Context: an optimization exercise on an open-source flow, tuned for small area, a short achievable clock period and few clock cycles per item. The choices shown serve that exercise and are no tape-out recipe. At most, simulation tests tie the RTL to the original design; equivalence was not proved.

==> 10-21 <==
// crc_unit
module crc_unit (
    input  wire        clk,
    input  wire        rst,           
    input  wire        bus_valid,
    input  wire        bus_we,
    input  wire [7:2]  bus_addr,
    input  wire [31:0] bus_wdata,
    input  wire [7:0]  bus_master,
    output wire        bus_ready,
    output wire [31:0] bus_rdata,
    output wire        mem_req,
    output wire [31:2] mem_addr,
    input  wire        mem_gnt,
    input  wire        mem_rvalid,
    input  wire [31:0] mem_rdata,
    input  wire        mem_rerr
);
export LEC_CHECK = 0
export CAP_MARGIN = 20
export CORE_MARGIN = 2
export CORE_UTILIZATION = 40
export SLEW_MARGIN = 20
create_clock -name core_clock -period 30.0 [get_ports {clk}]
standard.sh (not shown) runs the stock make flow with config.mk's settings and CLKGATE_MAP_FILE= SYNTH_SCRIPT=/design/flow/synth_recipe.tcl, a recipe that flattens the netlist after the stock synthesis.
==> flow/flow/run.sh <==
#!/bin/bash
# Layout flow: the standard flow (standard synthesis, floorplan, power
# grid, placement, CTS, routing) with one change: the timing repair after CTS
# and after global routing aims for SETUP_SLACK_MARGIN ns of setup slack
# instead of 0, so that the layout reaches a shorter period than the clock's.
# The clock, its period and the I/O constraints are the standard flow's, unchanged.
set -euo pipefail
MARGIN=$(cat flow/margin.txt)
bash standard.sh SETUP_SLACK_MARGIN="$MARGIN" finish > standard_flow.log 2>&1
==> flow/flow/margin.txt <==
22.5
==> inputs of 10-09, as changes to 10-21 <==
--- a/flow/design.v
+++ b/flow/design.v
@@ -70,34 +70,35 @@
     reg [2:0]  mu_cnt;         
     reg        st_al;          
     reg        st_nt;          
     reg        rdy;
     reg        ph;             
     reg [5:0]  a_q;
     reg        we_q;
     reg        foreign_q;      
-    reg [7:0]  wd_q;
+    reg        wd0_q;          
+    reg [3:0]  cmd_q;          
     reg [31:0] rdata_r;
     reg [31:0] fd;
     reg        rv_q;
     reg        rerr_q;
-    reg [3:0]  s_n;            
-    reg [9:0]  s_d;            
-    reg        s_last;         
     reg [3:0]  sn;             
-    reg [9:0]  sd;
+    reg [9:0]  sd;             
+    reg        s_last;         
     reg [29:0] req_addr;
     reg        req_r;
     reg [1:0]  pend;           
     reg [1:0]  drop;           
     reg        feeding;        
     reg        f_first;        
     reg [23:0] f_lb;           
+    reg        fin_last;       
     reg        fin_pend;       
+    reg        cmp_eq_r;       
     reg        fin_err;
     reg [4:0]  p_wm1;
     reg [31:0] p_poly;
     reg [31:0] p_init;
     reg [31:0] p_xorout;
     reg        p_refin;
     reg        p_refout;
     always @* begin
@@ -142,43 +143,45 @@
     endfunction
     assign bus_ready = rdy;
     assign bus_rdata = rdata_r;
     wire wr      = rdy && we_q;           
     wire in_blk  = (a_q >= A_CFG) && (a_q <= A_BYTES);
     wire locked  = foreign_q && (in_blk || a_q == A_CTRL);
     wire wr_ok   = wr && !locked;
     wire       cmd_wr    = wr_ok && a_q == A_CMD;
-    wire       cmd_init  = cmd_wr && en && !busy && wd_q == CMD_INIT;
-    wire       cmd_start = cmd_wr && en && !busy && wd_q == CMD_START;
-    wire       cmd_abort = cmd_wr && en &&  busy && wd_q == CMD_ABORT;
-    wire       cmd_check = cmd_wr && en && !busy && wd_q == CMD_CHECK;
+    wire       cmd_init  = cmd_wr && en && !busy && cmd_q[0];
+    wire       cmd_start = cmd_wr && en && !busy && cmd_q[1];
+    wire       cmd_abort = cmd_wr && en &&  busy && cmd_q[2];
+    wire       cmd_check = cmd_wr && en && !busy && cmd_q[3];
     wire       cmd_ref   = cmd_wr && !(cmd_init || cmd_start || cmd_abort || cmd_check);
     wire cfg_addr = (a_q == A_CFG) || (a_q == A_POLY) || (a_q == A_INIT) ||
                     (a_q == A_XOROUT) || (a_q == A_SRC) || (a_q == A_LEN) ||
                     (a_q == A_RUN);
     wire din_addr = (a_q == A_DIN) || (a_q == A_DINB);
     wire acc_err = wr && (locked ||
                           (cfg_addr && busy) ||
                           (din_addr && (busy || !en)) ||
-                          (a_q == A_CTRL && busy && !wd_q[0]));
+                          (a_q == A_CTRL && busy && !wd0_q));
     wire wr_cfg  = wr_ok && !busy;
     wire din_acc = wr_ok && din_addr && en && !busy;
     wire run_wr  = wr_cfg && a_q == A_RUN;
     wire poly_wr = wr_cfg && (a_q == A_CFG || a_q == A_POLY);
     wire cfgw    = wr_cfg && a_q == A_CFG;
     wire go_run  = cmd_start && (len_r != 24'd0);
     wire [31:0] sh_in   = cmd_init ? p_init : c;
     wire [31:0] sh_out  = rev32(sh_in) >> lshift;
     wire [31:0] c_m     = c & wmask;
     wire [31:0] c_hi    = c & ~wmask;     
     wire [31:0] run_val = rv ? sh_out : c_m;
     wire        sel_rev = rv ^ (p_refout != p_refin);
     wire [31:0] result  = (sel_rev ? sh_out : c_m) ^ (p_xorout & wmask);
     wire        cmp_eq  = (result == (exp_r & wmask));
+    always @(posedge clk)
+        cmp_eq_r <= cmp_eq;
     reg [31:0] rmux;
     always @* begin
         case (bus_addr)
             A_CTRL:   rmux = {31'h0, en};
             A_STAT:   rmux = {27'h0, st_match, st_cmp_valid, st_err, claim_held, busy};
             A_EVT:    rmux = {ev_access_err, 26'h0, ev_cmd_refused, ev_mismatch,
                               ev_dma_err, ev_aborted, ev_done};
             A_CFG:    rmux = {3'h0, cfg_width, 5'h0, cfg_refout, cfg_refin, 14'h0, cfg_preset};
@@ -192,17 +195,18 @@
             A_EXP:    rmux = exp_r;
             A_CMP:    rmux = {31'h0, cmp_auto};
             A_CLAIM:  rmux = {16'h0, claim_master, 7'h0, claim_held};
             A_BYTES:  rmux = bytes_r;
             default:  rmux = 32'h0;
         endcase
     end
     wire cap = !ph && bus_valid && !bus_we;
-    wire din_in = !ph && bus_valid && bus_we && (bus_addr == A_DIN || bus_addr == A_DINB);
+    wire din_in   = !ph && bus_valid && bus_we && (bus_addr == A_DIN || bus_addr == A_DINB);
+    wire start_in = !ph && bus_valid && bus_we && bus_addr == A_CMD && bus_wdata[7:0] == CMD_START;
     wire mu_ok    = (mu_cnt == 3'd0);
     wire resp_act = rv_q && (drop == 2'd0) && feeding;
     wire feed_dma = resp_act && !rerr_q;
     wire dma_err  = resp_act && rerr_q;
     wire feed     = din_acc || feed_dma;
     reg  [31:0] w_o;
     integer     bi;
     always @* begin
@@ -231,18 +235,18 @@
         d_al[15:8]  = ({8{sd[1]}} & w_o[15:8])  | ({8{sd[4]}} & w_o[7:0]);
         d_al[23:16] = ({8{sd[2]}} & w_o[23:16]) | ({8{sd[5]}} & w_o[15:8]) |
                       ({8{sd[7]}} & w_o[7:0]);
         d_al[31:24] = ({8{sd[3]}} & w_o[31:24]) | ({8{sd[6]}} & w_o[23:16]) |
                       ({8{sd[8]}} & w_o[15:8])  | ({8{sd[9]}} & w_o[7:0]);
         c_sh = ({32{sn[3]}} & c_e)         | ({32{sn[2]}} & (c_e << 8)) |
                ({32{sn[1]}} & (c_e << 16)) | ({32{sn[0]}} & (c_e << 24)) |
                ({32{st_nt}} & rev32(nt_a)) | ({32{st_al}} & p_poly);
-        c_tl = ({32{s_n[2]}} & (c_e >> 24)) | ({32{s_n[1]}} & (c_e >> 16)) |
-               ({32{s_n[0]}} & (c_e >> 8));
+        c_tl = ({32{sn[2]}} & (c_e >> 24)) | ({32{sn[1]}} & (c_e >> 16)) |
+               ({32{sn[0]}} & (c_e >> 8));
     end
     wire [31:0] e_a    = rev32(c_sh ^ d_al);
     wire [31:0] e_mu   = st_al ? al_mu : (st_nt ? {p_alr[30:0], 1'b0} : mu_r);
     wire        e_usea = st_al ? (lshift == 5'd0) : (st_nt ? p_alr[31] : 1'b1);
     reg [63:0] e_t;
     reg [31:0] e_q;
     reg [63:0] e_u;
     integer    ei;
@@ -282,17 +286,17 @@
                 end
             end
             shape = {d, (n == 3'd4), (n == 3'd3), (n == 3'd2), (n == 3'd1)};
         end
     endfunction
     assign mem_req  = req_r;
     assign mem_addr = req_addr;
     wire g       = req_r && mem_gnt;
-    wire [2:0] s_cnt = {s_n[3], s_n[2] | s_n[1], s_n[2] | s_n[0]};       
+    wire [2:0] s_cnt = {sn[3], sn[2] | sn[1], sn[2] | sn[0]};            
     wire [1:0] pend_n0 = pend - {1'b0, rv_q};            
     wire [1:0] drop_n  = drop - {1'b0, rv_q && drop != 2'd0};
     wire [1:0] act0    = pend_n0 - drop_n;               
     wire [23:0] f_lb_n = f_lb - (feed_dma ? {21'h0, s_cnt} : 24'h0);
     wire        f_first_n = f_first && !feed_dma;
     wire [4:0]  rem_lo = {1'b0, f_lb_n[3:0]} + (f_first_n ? {3'b0, src_r[1:0]} : 5'd0);
     wire more0 = (f_lb_n[23:4] != 20'd0) || (rem_lo > {1'b0, act0, 2'b00});
     wire more1 = (f_lb_n[23:4] != 20'd0) || (rem_lo > {1'b0, act0 + 2'd1, 2'b00});
@@ -300,73 +304,74 @@
     wire req0  = keep && mu_ok && more0 && (pend_n0 != 2'd3);
     wire req1  = keep && mu_ok && more1 && (pend_n0 != 2'd2) && (pend_n0 != 2'd3);
     wire        first_last = ({8'h0, len_r} <= (32'd4 - src_r[1:0]));
     wire [2:0]  first_n    = first_last ? len_r[2:0] : (3'd4 - {1'b0, src_r[1:0]});
     wire        next_last  = (f_lb_n <= 24'd4);
     wire [2:0]  next_n     = next_last ? f_lb_n[2:0] : 3'd4;
     reg  [13:0] shp_n;
     always @* begin
-        shp_n = {s_d, s_n};
+        shp_n = {sd, sn};
         if (go_run)
             shp_n = shape(src_r[1:0], first_n);
         else if (feed_dma)
             shp_n = shape(2'd0, next_n);
         else if (!busy)
             shp_n = bus_addr[5] ? shape(2'd0, 3'd1) : shape(2'd0, 3'd4);
     end
     wire [2:0] mu_cnt_n = poly_wr ? 3'd7 : (mu_ok ? 3'd0 : mu_cnt - 3'd1);
     wire       busy_mu  = (mu_cnt_n != 3'd0);
     always @(posedge clk) begin
         if (st_al)
             p_alr <= rev32(e_q);
         if (st_nt)
             mu_r  <= mu_nt;
-        if (go_run)
-            req_addr <= src_r[31:2];
-        else if (g)
-            req_addr <= req_addr + 30'd1;
+        req_addr <= go_run ? src_r[31:2] : req_addr + {29'd0, g};
         if (go_run) begin
             f_first <= 1'b1;
             f_lb    <= len_r;
         end else if (feed_dma) begin
             f_first <= 1'b0;
             f_lb    <= f_lb_n;
         end
         if (feed_dma || dma_err)
             fin_err <= dma_err;
-        {s_d, s_n} <= shp_n;
         if (go_run)
             s_last <= first_last;
         else if (feed_dma)
             s_last <= next_last;
     end
     reg rst_q;
     always @(posedge clk)
         rst_q <= rst;
+    wire [31:0] wdz = bus_wdata & {32{!rst_q}};
+    always @(posedge clk) begin
+        if (rst_q || (wr_cfg && a_q == A_POLY))   poly_r   <= wdz;
+        if (rst_q || (wr_cfg && a_q == A_INIT))   init_r   <= wdz;
+        if (rst_q || (wr_cfg && a_q == A_XOROUT)) xorout_r <= wdz;
+        if (rst_q || (wr_cfg && a_q == A_SRC))    src_r    <= wdz;
+        if (rst_q || (wr_cfg && a_q == A_LEN))    len_r    <= wdz[23:0];
+        if (rst_q || (wr_ok && a_q == A_EXP))     exp_r    <= wdz;
+    end
     always @(posedge clk) begin
         a_q       <= bus_addr;
         we_q      <= bus_we;
         foreign_q <= claim_held && (bus_master != claim_master);
-        wd_q      <= bus_wdata[7:0];
+        wd0_q     <= bus_wdata[0];
+        cmd_q     <= {bus_wdata[7:0] == CMD_CHECK, bus_wdata[7:0] == CMD_ABORT,
+                      bus_wdata[7:0] == CMD_START, bus_wdata[7:0] == CMD_INIT};
         rerr_q    <= mem_rerr;
         rdata_r   <= rmux;
         fd <= busy ? mem_rdata : bus_wdata;
         if (rst_q) begin
             en             <= 1'b0;
             cfg_width      <= 5'd31;
             cfg_refout     <= 1'b0;
             cfg_refin      <= 1'b0;
             cfg_preset     <= 3'd0;
-            poly_r         <= 32'h0;
-            init_r         <= 32'h0;
-            xorout_r       <= 32'h0;
-            src_r          <= 32'h0;
-            len_r          <= 24'h0;
-            exp_r          <= 32'h0;
             cmp_auto       <= 1'b0;
             claim_held     <= 1'b0;
             claim_master   <= 8'h0;
             bytes_r        <= 32'h0;
             busy           <= 1'b0;
             st_match       <= 1'b0;
             st_cmp_valid   <= 1'b0;
             st_err         <= 1'b0;
@@ -387,58 +392,53 @@
             rdy            <= 1'b0;
             ph             <= 1'b0;
             rv_q           <= 1'b0;
             req_r          <= 1'b0;
             pend           <= 2'd0;
             drop           <= 2'd0;
             feeding        <= 1'b0;
             fin_pend       <= 1'b0;
+            fin_last       <= 1'b0;
         end else begin
             rv_q <= mem_rvalid;
             if (!ph) begin
                 if (bus_valid) begin
                     ph  <= 1'b1;
-                    rdy <= !(din_in && busy_mu);
+                    rdy <= !((din_in || start_in) && busy_mu);
                 end
             end else if (rdy) begin
                 ph  <= 1'b0;
                 rdy <= 1'b0;
             end else
                 rdy <= !busy_mu;
             if (wr && a_q == A_EVT) begin
                 if (bus_wdata[31]) ev_access_err  <= 1'b0;
                 if (bus_wdata[4])  ev_cmd_refused <= 1'b0;
                 if (bus_wdata[3])  ev_mismatch    <= 1'b0;
                 if (bus_wdata[2])  ev_dma_err     <= 1'b0;
                 if (bus_wdata[1])  ev_aborted     <= 1'b0;
                 if (bus_wdata[0])  ev_done        <= 1'b0;
             end
             if (acc_err) ev_access_err  <= 1'b1;
             if (cmd_ref) ev_cmd_refused <= 1'b1;
-            if (wr_ok && a_q == A_CTRL && !(busy && !wd_q[0]))
-                en <= wd_q[0];
+            if (wr_ok && a_q == A_CTRL && !(busy && !wd0_q))
+                en <= wd0_q;
             if (cfgw) begin
                 cfg_width  <= bus_wdata[28:24];
                 cfg_refout <= bus_wdata[18];
                 cfg_refin  <= bus_wdata[17];
                 cfg_preset <= bus_wdata[2:0];
             end
-            if (wr_cfg && a_q == A_POLY)   poly_r   <= bus_wdata;
-            if (wr_cfg && a_q == A_INIT)   init_r   <= bus_wdata;
-            if (wr_cfg && a_q == A_XOROUT) xorout_r <= bus_wdata;
-            if (wr_cfg && a_q == A_SRC)    src_r    <= bus_wdata;
-            if (wr_cfg && a_q == A_LEN)    len_r    <= bus_wdata[23:0];
-            if (wr_ok && a_q == A_EXP)     exp_r    <= bus_wdata;
-            if (wr_ok && a_q == A_CMP)     cmp_auto <= wd_q[0];
+            if (wr_ok && a_q == A_CMP)     cmp_auto <= wd0_q;
             if (wr_ok && a_q == A_CLAIM) begin
-                if (wd_q[0] && !claim_held) begin
+                if (wd0_q && !claim_held) begin
                     claim_held   <= 1'b1;
                     claim_master <= bus_master;
-                end else if (!wd_q[0] && claim_held) begin
+                end else if (!wd0_q && claim_held) begin
                     claim_held   <= 1'b0;
                     claim_master <= 8'h0;
                 end
             end
             mu_cnt <= mu_cnt_n;
             st_al  <= (mu_cnt_n == 3'd7);
             st_nt  <= busy_mu && (mu_cnt_n != 3'd7);
             sn     <= busy_mu ? 4'b0  : shp_n[3:0];
@@ -467,60 +467,65 @@
                 bytes_r <= bytes_r + {29'h0, s_cnt};
             if (cmd_init) begin
                 bytes_r      <= 32'h0;
                 st_cmp_valid <= 1'b0;
                 st_err       <= 1'b0;
             end
             if (cmd_check) begin
                 st_cmp_valid <= 1'b1;
-                st_match     <= cmp_eq;
-                if (!cmp_eq) ev_mismatch <= 1'b1;
+                st_match     <= cmp_eq_r;
+                if (!cmp_eq_r) ev_mismatch <= 1'b1;
             end
             pend <= pend_n0 + {1'b0, g};
             if (cmd_abort || dma_err)
                 drop <= pend_n0 + {1'b0, g};
             else
                 drop <= drop_n;
             req_r <= g ? req1 : req0;
+            if (fin_last) begin
+                fin_last <= 1'b0;
+                fin_pend <= 1'b1;
+            end
             if ((feed_dma && s_last) || dma_err) begin
                 feeding  <= 1'b0;
-                fin_pend <= 1'b1;
+                fin_last <= 1'b1;
             end
             if (cmd_start) begin
                 if (len_r == 24'd0) begin
                     ev_done <= 1'b1;
                     if (cmp_auto) begin
                         st_cmp_valid <= 1'b1;
-                        st_match     <= cmp_eq;
-                        if (!cmp_eq) ev_mismatch <= 1'b1;
+                        st_match     <= cmp_eq_r;
+                        if (!cmp_eq_r) ev_mismatch <= 1'b1;
                     end
                 end else begin
                     busy     <= 1'b1;
                     feeding  <= 1'b1;
                     req_r    <= mu_ok && (pend_n0 != 2'd3);
                 end
             end else if (cmd_abort) begin
                 busy       <= 1'b0;
                 ev_aborted <= 1'b1;
                 feeding    <= 1'b0;
                 fin_pend   <= 1'b0;
+                fin_last   <= 1'b0;
                 req_r      <= 1'b0;
             end else if (fin_pend && !cap) begin
                 busy     <= 1'b0;
                 fin_pend <= 1'b0;
                 if (fin_err) begin
                     st_err     <= 1'b1;
                     ev_dma_err <= 1'b1;
                 end else begin
                     ev_done <= 1'b1;
                     if (cmp_auto) begin
                         st_cmp_valid <= 1'b1;
-                        st_match     <= cmp_eq;
-                        if (!cmp_eq) ev_mismatch <= 1'b1;
+                        st_match     <= cmp_eq_r;
+                        if (!cmp_eq_r) ev_mismatch <= 1'b1;
                     end
                 end
             end
         end
         if (rst) begin
             rdy   <= 1'b0;
             ph    <= 1'b0;
             req_r <= 1'b0;
==> flow/flow/margin.txt (replaced) <==
23.0
==> inputs of 01-02, as changes to 10-21 <==
--- a/flow/design.v
+++ b/flow/design.v
@@ -81,16 +81,17 @@
     reg        rv_q;
     reg        rerr_q;
     reg [3:0]  s_n;            
     reg [9:0]  s_d;            
     reg        s_last;         
     reg [3:0]  sn;             
     reg [9:0]  sd;
     reg [29:0] req_addr;
+    reg [29:0] req_nxt;        
     reg        req_r;
     reg [1:0]  pend;           
     reg [1:0]  drop;           
     reg        feeding;        
     reg        f_first;        
     reg [23:0] f_lb;           
     reg        fin_pend;       
     reg        fin_err;
@@ -315,20 +316,23 @@
     end
     wire [2:0] mu_cnt_n = poly_wr ? 3'd7 : (mu_ok ? 3'd0 : mu_cnt - 3'd1);
     wire       busy_mu  = (mu_cnt_n != 3'd0);
     always @(posedge clk) begin
         if (st_al)
             p_alr <= rev32(e_q);
         if (st_nt)
             mu_r  <= mu_nt;
-        if (go_run)
+        if (go_run) begin
             req_addr <= src_r[31:2];
-        else if (g)
-            req_addr <= req_addr + 30'd1;
+            req_nxt  <= src_r[31:2] + 30'd1;
+        end else if (g) begin
+            req_addr <= req_nxt;
+            req_nxt  <= {req_addr[29:1] + 29'd1, req_addr[0]};
+        end
         if (go_run) begin
             f_first <= 1'b1;
             f_lb    <= len_r;
         end else if (feed_dma) begin
             f_first <= 1'b0;
             f_lb    <= f_lb_n;
         end
         if (feed_dma || dma_err)
==> flow/flow/margin.txt (replaced) <==
23.0
==> flow/config.mk (replaced) <==
export PLATFORM = sky130hd
export DESIGN_NAME = crc_unit
export DESIGN_NICKNAME = crc_unit
export VERILOG_FILES = /design/flow/design.v
export SDC_FILE = /design/flow/constraint.sdc
export NUM_CORES = 4
export LEC_CHECK = 0
export ABC_CLOCK_PERIOD_IN_PS = 5000
export CAP_MARGIN = 20
export CORE_MARGIN = 2
export CORE_UTILIZATION = 40
export SLEW_MARGIN = 20
==> comparison table <==
metric                                                                                        01-02       10-09          10-21
Status                                                             no timing/DRC/antenna violations  no timing/DRC/antenna violations  no timing/DRC/antenna violations
GRT Util Overall                                                                              0.421       0.398          0.450
Layout cell share with drive strength beyond 1                                                0.127       0.145          0.103
Upper clock frequency limit                                                               0.136 GHz   0.136 GHz      0.131 GHz
Post-synthesis share of cell area spent on full adders, half adders and majority gates       0.0104      0.0126         0.0104
Vias in the first global route                                                                48100       43300          48600
Core Rows                                                                                       129         124            128
FF+latch count, synth                                                                           562         517            532
Number of buffers added by the clock tree synthesis step                                         70          66             67
Final clock period utilization by the worst path                                              0.245       0.245          0.254
Worst Tran Pin Value                                                                        1330 ps     1310 ps        1210 ps
End of the worst register-to-register path                                              ev_mismatch       c[23]    ev_mismatch
Number of vias in the routed layout                                                           54000       48500          53800
Share of the synthesized area in compound gates (AO/OA/AOI/OAI)                               0.185       0.173          0.199
Worst setup startpoint                                                                  req_addr[4]     mem_gnt  cfg_preset[2]
Quantity of gates resized following cts                                                         443         603            106
Routed length on met2                                                                     111000 um    95200 um      115000 um
Worst clock skew                                                                            44.4 ps     46.8 ps        31.6 ps
Syn Std Cell Area                                                                        49800 um^2  46000 um^2     48800 um^2
Fraction of area in clock buffers and inverters                                              0.0411      0.0436         0.0411
Smallest hold slack                                                                          449 ps      473 ps         456 ps
Post-synthesis net count                                                                       6719        5865           6617
Testbench counts of 01-02, summed over its fixed seeds: cycles 44,224, bytes 151,119.
Function not checked in 10-21 and 10-09: the RTL went through the layout flow alone.

-- afterwards: timing with drivers on the ports --
No port has a modelled driver above. Below, the same layouts with a new extraction and two added sets of constraints.
Step 1, drivers: a clkbuf_16 drives clk and a buf_2 each remaining input, both assumed.
Step 2, shift: input delay + t, output delay - t, t = (earliest + latest rising clock arrival at the registers) / 2. This alone moves slack from input paths to output paths.
Slacks: no drivers / after step 1 / after step 2; pairs: no drivers / after step 1.
run | t (ns) | setup WS [ns] | worst setup path after step 2 | slew at the worst register clock pin (ns)
10-21 | 0.746 | 22.387 / 22.387 / 21.867 | input to register | 0.07 / 0.07
10-09 | 0.732 | 22.663 / 22.679 / 21.960 | input to register | 0.07 / 0.07
01-02 | 0.756 | 22.664 / 22.591 / 22.181 | input to register | 0.07 / 0.07
After both steps every run listed still meets setup and hold. For 10-09, which loses most, drivers alone change the setup slack by +0.016 ns; drivers and shift together by -0.703 ns.
